This is an optimization exercise on Yosys and OpenROAD, whose aim is small area, not a production implementation.
The RTL was checked by simulation tests, not by an equivalence proof against the original design.
Power is estimated from default activity; no workload was simulated.

==> garnet <==
==> flow/design.v <==
module bs_channel (
    input  wire        clk,
    input  wire        rst,
    input  wire [1:0]  rot,
    input  wire        flush,
    input  wire        stb,
    input  wire        bit_in,
    output wire [3:0]  o_stb,
    output wire [3:0]  o_settled,
    output wire [95:0] o_data
);
    localparam [2:0] P_IDLE = 3'd0, P_BIT = 3'd1, P_PCB = 3'd2, P_PCC = 3'd3,
                     P_PCD = 3'd4, P_POSTB = 3'd5, P_POSTC = 3'd6, P_POSTD = 3'd7;
    reg  [8:0] cnt;      
    reg  [1:0] hi;       
    reg        clrp;     
    reg        clrb;     
    reg        xb;       
    reg        pend;     
    reg        done;     
    reg  [2:0] pt;       
    reg  [1:0] sub;      
    wire fend  = (rot == 2'd3);
    wire bitp  = (pt == P_BIT);
    wire pcb   = (pt == P_PCB);
    wire pcc   = (pt == P_PCC);
    wire pcd   = (pt == P_PCD);
    wire postb = (pt == P_POSTB);
    wire postc = (pt == P_POSTC);
    wire postd = (pt == P_POSTD);
    wire last16  = (cnt[3:0] == 4'hf);
    wire last32  = (cnt[4:0] == 5'h1f);
    wire last128 = (cnt[6:0] == 7'h7f);
    wire last512 = (cnt == 9'h1ff);
    wire [1:0] sc = cnt[6:5];    
    wire [1:0] sd = cnt[8:7];    
    wire [1:0] slv = postd ? sd : sc;
    wire [1:0] nlast = (slv == 2'd2) ? 2'd2 : 2'd1;    
    reg [2:0] npt;
    reg [1:0] nsub;
    always @(*) begin
        npt = P_IDLE; nsub = 2'd0;
        if (pend | stb) npt = P_BIT;
        else case (pt)
            P_BIT: begin
                if (cnt[4:0] == 5'd30)      npt = P_PCB;
                else if (cnt[4:0] == 5'd15) npt = P_POSTB;
                else if (last32)            npt = P_POSTC;
            end
            P_PCB: if (cnt[6:0] == 7'd126) npt = P_PCC;
            P_PCC: if (cnt == 9'd510)      npt = P_PCD;
            P_POSTC: begin
                if (sub != nlast)     begin npt = P_POSTC; nsub = sub + 2'd1; end
                else if (last128)     npt = P_POSTD;
            end
            P_POSTD: if (sub != nlast) begin npt = P_POSTD; nsub = sub + 2'd1; end
            default: npt = P_IDLE;
        endcase
    end
    wire clrb_now = stb ? clrp : clrb;
    wire clr = clrb;
    always @(posedge clk) begin
        if (rst) begin
            pt   <= P_IDLE;
            sub  <= 2'd0;
            pend <= 1'b0;
            done <= 1'b0;
            clrp <= 1'b1;
        end else begin
            if (stb) begin
                xb   <= bit_in;
                clrb <= clrp;
                clrp <= 1'b0;
            end else if (flush) begin
                clrp <= 1'b1;
            end
            if (fend) begin
                pt   <= npt;
                sub  <= nsub;
                done <= bitp;
                pend <= 1'b0;
                if (npt == P_BIT) begin
                    cnt <= clrb_now ? 9'd0 : cnt + 9'd1;
                    hi  <= clrb_now ? 2'd0 : (cnt == 9'h1ff && !hi[1]) ? hi + 2'd1 : hi;
                end
            end else begin
                done <= 1'b0;
                if (stb) pend <= 1'b1;
            end
        end
    end
    wire srcA = bitp | pcb | postb;
    wire srcB = pcc | postc;
    wire [6:0] gcur = srcA ? (rot[1] ? 7'd0 : AB[6:0]) :
                      srcB ? B0[6:0] : C0[6:0];
    reg        c3;
    reg  [1:0] d3p, gp;
    wire [7:0] t3 = add7(gcur, {gcur[5:0], gp[1]}, c3);
    wire [6:0] m1  = gcur;
    wire [6:0] m4  = {gcur[4:0], gp};
    wire [6:0] m3  = t3[6:0];
    wire [6:0] m6  = {t3[5:0], d3p[1]};
    wire [6:0] m12 = {t3[4:0], d3p};
    always @(posedge clk) begin
        gp  <= fend ? 2'd0 : gcur[6:5];
        c3  <= fend ? 1'b0 : t3[7];
        d3p <= fend ? 2'd0 : t3[6:5];
    end
    reg  [4:0] xsel;     
    reg  [2:0] en;
    always @(*) begin
        xsel = 5'b00001; en = 3'b000;
        if (pcc | pcd) begin
            xsel = 5'b00001; en = 3'b001;
        end else if (postc | postd) begin
            case ({slv, sub})
                4'b00_00: begin xsel = 5'b01000; en = 3'b011; end    
                4'b00_01: begin xsel = 5'b00100; en = 3'b001; end    
                4'b01_00: begin xsel = 5'b01000; en = 3'b011; end    
                4'b01_01: begin xsel = 5'b00100; en = 3'b010; end    
                4'b10_00: begin xsel = 5'b00010; en = 3'b001; end    
                4'b10_01: begin xsel = 5'b10000; en = 3'b010; end    
                4'b10_10: begin xsel = 5'b00001; en = 3'b100; end    
                4'b11_00: begin xsel = 5'b10000; en = 3'b010; end    
                4'b11_01: begin xsel = 5'b00010; en = 3'b100; end    
                default:  begin xsel = 5'b00001; en = 3'b000; end
            endcase
        end
    end
    wire [6:0] xt = ({7{xsel[0]}} & m1) | ({7{xsel[1]}} & m3) | ({7{xsel[2]}} & m4) |
                    ({7{xsel[3]}} & m6) | ({7{xsel[4]}} & m12);
    function [7:0] add7(input [6:0] a, input [6:0] b, input ci);
        integer i;
        reg c;
        begin
            c = ci;
            for (i = 0; i < 7; i = i + 1) begin
                add7[i] = a[i] ^ b[i] ^ c;
                c = (a[i] & b[i]) | (a[i] & c) | (b[i] & c);
            end
            add7[7] = c;
        end
    endfunction
    wire xin = bitp & xb & (rot == 2'd0);
    reg  [27:0] AB;      
    reg  [27:0] AX;
    reg         cAB, cAX;
    wire [4:0] i16 = {rot[0], cnt[3:0]};
    wire [5:0] iX  = {rot, cnt[3:0]};
    wire [6:0] kc, kx;
    genvar gi;
    generate for (gi = 0; gi < 7; gi = gi + 1) begin : g_lut
        localparam [223:0] T0 = {32'h0000003e, 32'h000001c6, 32'h0000064a, 32'h00001a9f, 32'h00002fd0, 32'h00007878, 32'h0001cccc};
        localparam [447:0] T1 = {64'h0000f00000000301, 64'h00008e0000007cf9, 64'h0000498000009ce5, 64'h0000e56000002cd3, 64'h00002fd00000b4b4, 64'h000078780000cccc, 64'h0000ccccfffe0000};
        assign kc[gi] = T0[32*gi + i16];
        assign kx[gi] = T1[64*gi + iX];
    end endgenerate
    wire act16 = bitp & ~rot[1];
    wire sh16  = bitp & (cnt[3:0] == 4'd0);
    wire [6:0] sAX = (bitp & sh16) ? ((rot[1] | clr) ? 7'd0 : AX[20:14]) : AX[6:0];
    wire [6:0] aAX = {7{bitp & xb}} & kx;
    wire [7:0] nAX = add7(sAX, aAX, cAX);
    always @(posedge clk) begin
        AX  <= {nAX[6:0], AX[27:7]};
        cAX <= (bitp & ~rot[0]) ? nAX[7] : 1'b0;
    end
    reg  [27:0] B0;
    reg         cB0;
    wire shB   = bitp & (cnt[4:0] == 5'd0);
    wire [6:0] sAB = ~rot[1] ? ((act16 & sh16) ? (clr ? 7'd0 : AX[6:0]) : AB[6:0])
                             : (shB ? 7'd0 : AB[6:0]);
    wire [6:0] aAB = ~rot[1] ? ({7{act16 & xb}} & kc) : ({7{postb}} & AB[20:14]);
    wire [7:0] nAB = add7(sAB, aAB, cAB);
    always @(posedge clk) begin
        AB  <= {nAB[6:0], AB[27:7]};
        cAB <= ~rot[0] ? nAB[7] : 1'b0;
    end
    wire clB   = bitp & clr;
    wire [6:0] vB1 = rot[1] ? 7'd0 : AB[20:14];
    wire [6:0] sB0 = clB ? 7'd0 : shB ? vB1 : B0[6:0];
    wire [6:0] aB0 = ({7{pcb}} & m1) | ({7{postb | (shB & ~clr)}} & m3) |
                     {6'd0, xin & last32};
    wire [7:0] nB0 = add7(sB0, aB0, cB0);
    always @(posedge clk) begin
        B0 <= {nB0[6:0], B0[27:7]};
        cB0 <= fend ? 1'b0 : nB0[7];
    end
    reg  [27:0] C0, C1, C2;
    reg         cC0, cC1, cC2;
    wire shC = bitp & (cnt[6:0] == 7'd0);
    wire clC = bitp & clr;
    wire onC = pcc | postc;
    wire [6:0] sC0 = clC ? 7'd0 : shC ? C1[6:0] : C0[6:0];
    wire [6:0] sC1 = clC ? 7'd0 : shC ? C2[6:0] : C1[6:0];
    wire [6:0] sC2 = (clC | shC) ? 7'd0 : C2[6:0];
    wire [6:0] aC0 = ({7{onC & en[0]}} & xt) | {6'd0, xin & last128};
    wire [6:0] aC1 = {7{onC & en[1]}} & xt;
    wire [6:0] aC2 = {7{onC & en[2]}} & xt;
    wire [7:0] nC0 = add7(sC0, aC0, cC0);
    wire [7:0] nC1 = add7(sC1, aC1, cC1);
    wire [7:0] nC2 = add7(sC2, aC2, cC2);
    always @(posedge clk) begin
        C0 <= {nC0[6:0], C0[27:7]};
        C1 <= {nC1[6:0], C1[27:7]};
        C2 <= {nC2[6:0], C2[27:7]};
        cC0 <= fend ? 1'b0 : nC0[7];
        cC1 <= fend ? 1'b0 : nC1[7];
        cC2 <= fend ? 1'b0 : nC2[7];
    end
    reg  [27:0] D0, D1, D2;
    reg         cD0, cD1, cD2;
    wire shD = bitp & (cnt == 9'd0);
    wire clD = bitp & clr;
    wire onD = pcd | postd;
    wire [6:0] four = (rot == 2'd0) ? 7'd4 : 7'd0;
    wire [6:0] sD0 = clD ? four : shD ? D1[6:0] : D0[6:0];
    wire [6:0] sD1 = clD ? four : shD ? D2[6:0] : D1[6:0];
    wire [6:0] sD2 = (clD | shD) ? four : D2[6:0];
    wire [6:0] aD0 = ({7{onD & en[0]}} & xt) | {6'd0, xin & last512};
    wire [6:0] aD1 = {7{onD & en[1]}} & xt;
    wire [6:0] aD2 = {7{onD & en[2]}} & xt;
    wire [7:0] nD0 = add7(sD0, aD0, cD0);
    wire [7:0] nD1 = add7(sD1, aD1, cD1);
    wire [7:0] nD2 = add7(sD2, aD2, cD2);
    always @(posedge clk) begin
        D0 <= {nD0[6:0], D0[27:7]};
        D1 <= {nD1[6:0], D1[27:7]};
        D2 <= {nD2[6:0], D2[27:7]};
        cD0 <= fend ? 1'b0 : nD0[7];
        cD1 <= fend ? 1'b0 : nD1[7];
        cD2 <= fend ? 1'b0 : nD2[7];
    end
    wire [23:0] o16  = AB[12] ? 24'h7f_ffff : {~AB[11], AB[10:0], 12'd0};
    wire [23:0] o32  = B0[15] ? 24'h7f_ffff : {~B0[14], B0[13:0], 9'd0};
    wire [23:0] o128 = C0[21] ? 24'h7f_ffff : {~C0[20], C0[19:0], 3'd0};
    wire [23:0] o512 = D0[27] ? 24'h7f_ffff : {~D0[26], D0[25:3]};
    assign o_data = {o512, o128, o32, o16};
    assign o_stb  = {done & last512, done & last128, done & last32, done & last16};
    wire hi0 = (hi != 2'd0);
    assign o_settled = {hi[1],
                        hi0 | (cnt[8:7] >= 2'd2),
                        hi0 | (cnt[8:5] >= 4'd2),
                        hi0 | (cnt[8:4] >= 5'd2)};
endmodule
module bs_filt #(
    parameter integer NCH = 4
) (
    input  wire                clk,
    input  wire                rst,
    input  wire [NCH-1:0]      flush,
    input  wire [NCH-1:0]      mod_stb,
    input  wire [NCH-1:0]      mod_bit,
    output wire [4*NCH-1:0]    out_stb,
    output wire [4*NCH-1:0]    out_settled,
    output wire [96*NCH-1:0]   out_data
);
    reg [1:0] rot;
    always @(posedge clk) begin
        if (rst) rot <= 2'd0;
        else     rot <= rot + 2'd1;
    end
    genvar c;
    generate
        for (c = 0; c < NCH; c = c + 1) begin : g_ch
            bs_channel u_ch (
                .clk      (clk),
                .rst      (rst),
                .rot      (rot),
                .flush    (flush[c]),
                .stb      (mod_stb[c]),
                .bit_in   (mod_bit[c]),
                .o_stb    (out_stb[4*c +: 4]),
                .o_settled(out_settled[4*c +: 4]),
                .o_data   (out_data[96*c +: 96]));
        end
    endgenerate
endmodule
==> flow/flow/run.sh <==
#!/bin/bash
# The standard layout (standard.sh, unchanged scripts and settings) with two
# tool options set through ORFS's own variables:
#  - ports are buffered with sky130_fd_sc_hd__buf_1 cells;
#  - clock tree synthesis leaves out dummy loads and clusters the flip-flops
#    under clkbuf_4 leaf buffers (at most 9 sinks within 40 um).
# make's full output goes to standard.log.
set -euo pipefail
export BUFFER_PORTS_ARGS="-buffer_cell sky130_fd_sc_hd__buf_1"
export CTS_ARGS="-sink_clustering_enable -repair_clock_nets -dont_use_dummy_load -buf_list sky130_fd_sc_hd__clkbuf_4 -sink_clustering_size 9 -sink_clustering_max_diameter 40"
bash standard.sh > standard.log 2>&1
==> flow/standard.sh <==
#!/bin/bash
# synth_recipe.tcl (not shown) runs the flow's synth.tcl, then flattens the netlist and writes it again
# the make line also repeats each setting of config.mk as NAME=value (left out here)
make -C /OpenROAD-flow-scripts/flow DESIGN_CONFIG=/design/flow/config.mk WORK_HOME=/design/flow/orfs CLKGATE_MAP_FILE= SYNTH_SCRIPT=/design/flow/synth_recipe.tcl "${@:-finish}"
==> flow/config.mk <==
export PLATFORM = sky130hd
export DESIGN_NAME = bs_filt
export DESIGN_NICKNAME = bs_filt
export VERILOG_FILES = /design/flow/design.v
export SDC_FILE = /design/flow/constraint.sdc
export NUM_CORES = 4
export LEC_CHECK = 0
export ABC_AREA = 1
export CAP_MARGIN = 20
export CORE_MARGIN = 2
export CORE_UTILIZATION = 55
export PLACE_DENSITY = 0.65
export SLEW_MARGIN = 20
==> flow/constraint.sdc <==
create_clock -name core_clock -period 16.0 [get_ports {clk}]
set_input_delay 3.2000 -clock core_clock [delete_from_list [all_inputs] [get_ports {clk}]]
set_output_delay 3.2000 -clock core_clock [all_outputs]
set_load 0.01 [all_outputs]
==> inputs of onyx, as changes to garnet <==
--- a/flow/design.v
+++ b/flow/design.v
@@ -16,2 +16,3 @@
     reg        clrp;     
+    reg        clr;      
     reg        clrb;     
@@ -60,3 +61,2 @@
     wire clrb_now = stb ? clrp : clrb;
-    wire clr = clrb;
     always @(posedge clk) begin
@@ -84,2 +84,3 @@
                     hi  <= clrb_now ? 2'd0 : (cnt == 9'h1ff && !hi[1]) ? hi + 2'd1 : hi;
+                    clr <= clrb_now;
                 end
@@ -93,3 +94,3 @@
     wire srcB = pcc | postc;
-    wire [6:0] gcur = srcA ? (rot[1] ? 7'd0 : AB[6:0]) :
+    wire [6:0] gcur = srcA ? (rot[1] ? 7'd0 : A0[6:0]) :
                       srcB ? B0[6:0] : C0[6:0];
@@ -144,44 +145,51 @@
     wire xin = bitp & xb & (rot == 2'd0);
-    reg  [27:0] AB;      
-    reg  [27:0] AX;
-    reg         cAB, cAX;
-    wire [4:0] i16 = {rot[0], cnt[3:0]};
-    wire [5:0] iX  = {rot, cnt[3:0]};
-    wire [6:0] kc, kx;
+    reg  [13:0] A0, A1, A2;
+    reg         cA0, cA1, cA2;
+    wire [4:0]  i16 = {rot[0], cnt[3:0]};
+    wire [20:0] kd;
     genvar gi;
-    generate for (gi = 0; gi < 7; gi = gi + 1) begin : g_lut
-        localparam [223:0] T0 = {32'h0000003e, 32'h000001c6, 32'h0000064a, 32'h00001a9f, 32'h00002fd0, 32'h00007878, 32'h0001cccc};
-        localparam [447:0] T1 = {64'h0000f00000000301, 64'h00008e0000007cf9, 64'h0000498000009ce5, 64'h0000e56000002cd3, 64'h00002fd00000b4b4, 64'h000078780000cccc, 64'h0000ccccfffe0000};
-        assign kc[gi] = T0[32*gi + i16];
-        assign kx[gi] = T1[64*gi + iX];
+    generate for (gi = 0; gi < 21; gi = gi + 1) begin : g_lut
+        localparam [671:0] TT = {32'h0000f000, 32'h00008e00, 32'h00004980, 32'h0000e560, 32'h00002fd0, 32'h00007878, 32'h0000cccc, 32'h00000301, 32'h00007cf9, 32'h00009ce5, 32'h00002cd3, 32'h0000b4b4, 32'h0000cccc, 32'hfffe0000, 32'h0000003e, 32'h000001c6, 32'h0000064a, 32'h00001a9f, 32'h00002fd0, 32'h00007878, 32'h0001cccc};
+        assign kd[gi] = TT[32*gi + i16];
     end endgenerate
     wire act16 = bitp & ~rot[1];
-    wire sh16  = bitp & (cnt[3:0] == 4'd0);
-    wire [6:0] sAX = (bitp & sh16) ? ((rot[1] | clr) ? 7'd0 : AX[20:14]) : AX[6:0];
-    wire [6:0] aAX = {7{bitp & xb}} & kx;
-    wire [7:0] nAX = add7(sAX, aAX, cAX);
-    always @(posedge clk) begin
-        AX  <= {nAX[6:0], AX[27:7]};
-        cAX <= (bitp & ~rot[0]) ? nAX[7] : 1'b0;
+    wire sh16  = act16 & (cnt[3:0] == 4'd0);
+    wire cl16  = act16 & clr;
+    wire en16  = act16 & xb;
+    wire [6:0] sA0 = cl16 ? 7'd0 : sh16 ? A1[6:0] : A0[6:0];
+    wire [6:0] sA1 = cl16 ? 7'd0 : sh16 ? A2[6:0] : A1[6:0];
+    wire [6:0] sA2 = (cl16 | sh16) ? 7'd0 : A2[6:0];
+    wire [6:0] aA0 = {7{en16}} & kd[6:0];
+    wire [6:0] aA1 = {7{en16}} & kd[13:7];
+    wire [6:0] aA2 = {7{en16}} & kd[20:14];
+    wire [7:0] nA0 = add7(sA0, aA0, cA0);
+    wire [7:0] nA1 = add7(sA1, aA1, cA1);
+    wire [7:0] nA2 = add7(sA2, aA2, cA2);
+    always @(posedge clk) begin
+        A0 <= {nA0[6:0], A0[13:7]};
+        A1 <= {nA1[6:0], A1[13:7]};
+        A2 <= {nA2[6:0], A2[13:7]};
+        cA0 <= (act16 & ~rot[0]) ? nA0[7] : 1'b0;
+        cA1 <= (act16 & ~rot[0]) ? nA1[7] : 1'b0;
+        cA2 <= (act16 & ~rot[0]) ? nA2[7] : 1'b0;
     end
     reg  [27:0] B0;
-    reg         cB0;
+    reg  [13:0] B1;
+    reg         cB0, cB1;
     wire shB   = bitp & (cnt[4:0] == 5'd0);
-    wire [6:0] sAB = ~rot[1] ? ((act16 & sh16) ? (clr ? 7'd0 : AX[6:0]) : AB[6:0])
-                             : (shB ? 7'd0 : AB[6:0]);
-    wire [6:0] aAB = ~rot[1] ? ({7{act16 & xb}} & kc) : ({7{postb}} & AB[20:14]);
-    wire [7:0] nAB = add7(sAB, aAB, cAB);
-    always @(posedge clk) begin
-        AB  <= {nAB[6:0], AB[27:7]};
-        cAB <= ~rot[0] ? nAB[7] : 1'b0;
-    end
     wire clB   = bitp & clr;
-    wire [6:0] vB1 = rot[1] ? 7'd0 : AB[20:14];
+    wire actB1 = (bitp | postb) & ~rot[1];
+    wire [6:0] vB1 = rot[1] ? 7'd0 : B1[6:0];
     wire [6:0] sB0 = clB ? 7'd0 : shB ? vB1 : B0[6:0];
+    wire [6:0] sB1 = (clB | shB) ? 7'd0 : B1[6:0];
     wire [6:0] aB0 = ({7{pcb}} & m1) | ({7{postb | (shB & ~clr)}} & m3) |
                      {6'd0, xin & last32};
+    wire [6:0] aB1 = {7{postb}} & m1;
     wire [7:0] nB0 = add7(sB0, aB0, cB0);
+    wire [7:0] nB1 = add7(sB1, aB1, cB1);
     always @(posedge clk) begin
         B0 <= {nB0[6:0], B0[27:7]};
+        B1 <= {nB1[6:0], B1[13:7]};
         cB0 <= fend ? 1'b0 : nB0[7];
+        cB1 <= (actB1 & ~rot[0]) ? nB1[7] : 1'b0;
     end
@@ -232,3 +240,3 @@
     end
-    wire [23:0] o16  = AB[12] ? 24'h7f_ffff : {~AB[11], AB[10:0], 12'd0};
+    wire [23:0] o16  = A0[12] ? 24'h7f_ffff : {~A0[11], A0[10:0], 12'd0};
     wire [23:0] o32  = B0[15] ? 24'h7f_ffff : {~B0[14], B0[13:0], 9'd0};
==> flow/flow/run.sh (replaced) <==
#!/bin/bash
# The standard layout (standard.sh, unchanged scripts and settings) with two
# tool options set through ORFS's own variables:
#  - ports are buffered with sky130_fd_sc_hd__buf_1 cells;
#  - clock tree synthesis leaves out dummy loads and clusters the flip-flops
#    under clkbuf_8 leaf buffers (at most 20 sinks within 50 um).
# make's full output goes to standard.log.
set -euo pipefail
export BUFFER_PORTS_ARGS="-buffer_cell sky130_fd_sc_hd__buf_1"
export CTS_ARGS="-sink_clustering_enable -repair_clock_nets -dont_use_dummy_load -buf_list sky130_fd_sc_hd__clkbuf_8 -sink_clustering_size 20 -sink_clustering_max_diameter 50"
bash standard.sh > standard.log 2>&1
CORE_UTILIZATION = 45   (was 55)
PLACE_DENSITY = not set   (was 0.65)
==> comparison table <==
item                                                                                   onyx                   garnet
Setup clock skew after layout                                                        109 ps                  99.2 ps
Internal power contribution                                                         4.40 mW                  4.24 mW
Synthesized flop and latch total                                                      1,162                    1,150
Summed instance area of the synthesized netlist                                0.0465 sq mm             0.0449 sq mm
Gpl congestion                                                                        0.907                    0.921
Count of cells along the worst register-to-register path                                 23                       20
DRC violation total after the first TritonRoute iteration                             2,239                    2,142
Clock slew seen by the registers of the worst setup and hold paths                   110 ps                    90 ps
DIE AREA                                                                        0.106 sq mm             0.0840 sq mm
Run status                                                          complete, no violations  complete, no violations
Area delta synth->final                                                               8.04%                    6.89%
Data arrival time of the worst path                                                 2920 ps                  3200 ps
Leak pwr                                                                            22.8 nW                  21.9 nW
Global-route wire length before repair                                               176 mm                   167 mm
GRT Total Usage                                                                       0.213                    0.257
Setup slack on the worst flop-to-flop path                                          9900 ps                  9640 ps
Number of detailed-route iterations in the first pass                                     5                        6
Setup slack after placement                                                         9900 ps                  9710 ps

==> port drivers added, routing unchanged <==
In the flow no input, the clock included, has a driving cell. The finished layouts below were timed again as built, in two steps. Step 1, drivers: a clkbuf_16 drives clk and a buf_2 each remaining input, both assumed. Step 2 moves the port delays by t, midway between the first and last clock arrival at a register: inputs arrive t later, outputs are due t later. That takes back most of the time a late clock gives input paths. a / b / c = no drivers / after step 1 / after step 2; a / b = the first two.
run | t (ns) | setup slack, ns | latest minus earliest clock arrival (ns)
garnet | 1.081 | 9.595 / 9.530 / 9.645 | 0.100 / 0.100
onyx | 0.806 | 9.878 / 9.815 / 9.903 | 0.115 / 0.115
After both steps setup and hold are still met in every run listed.
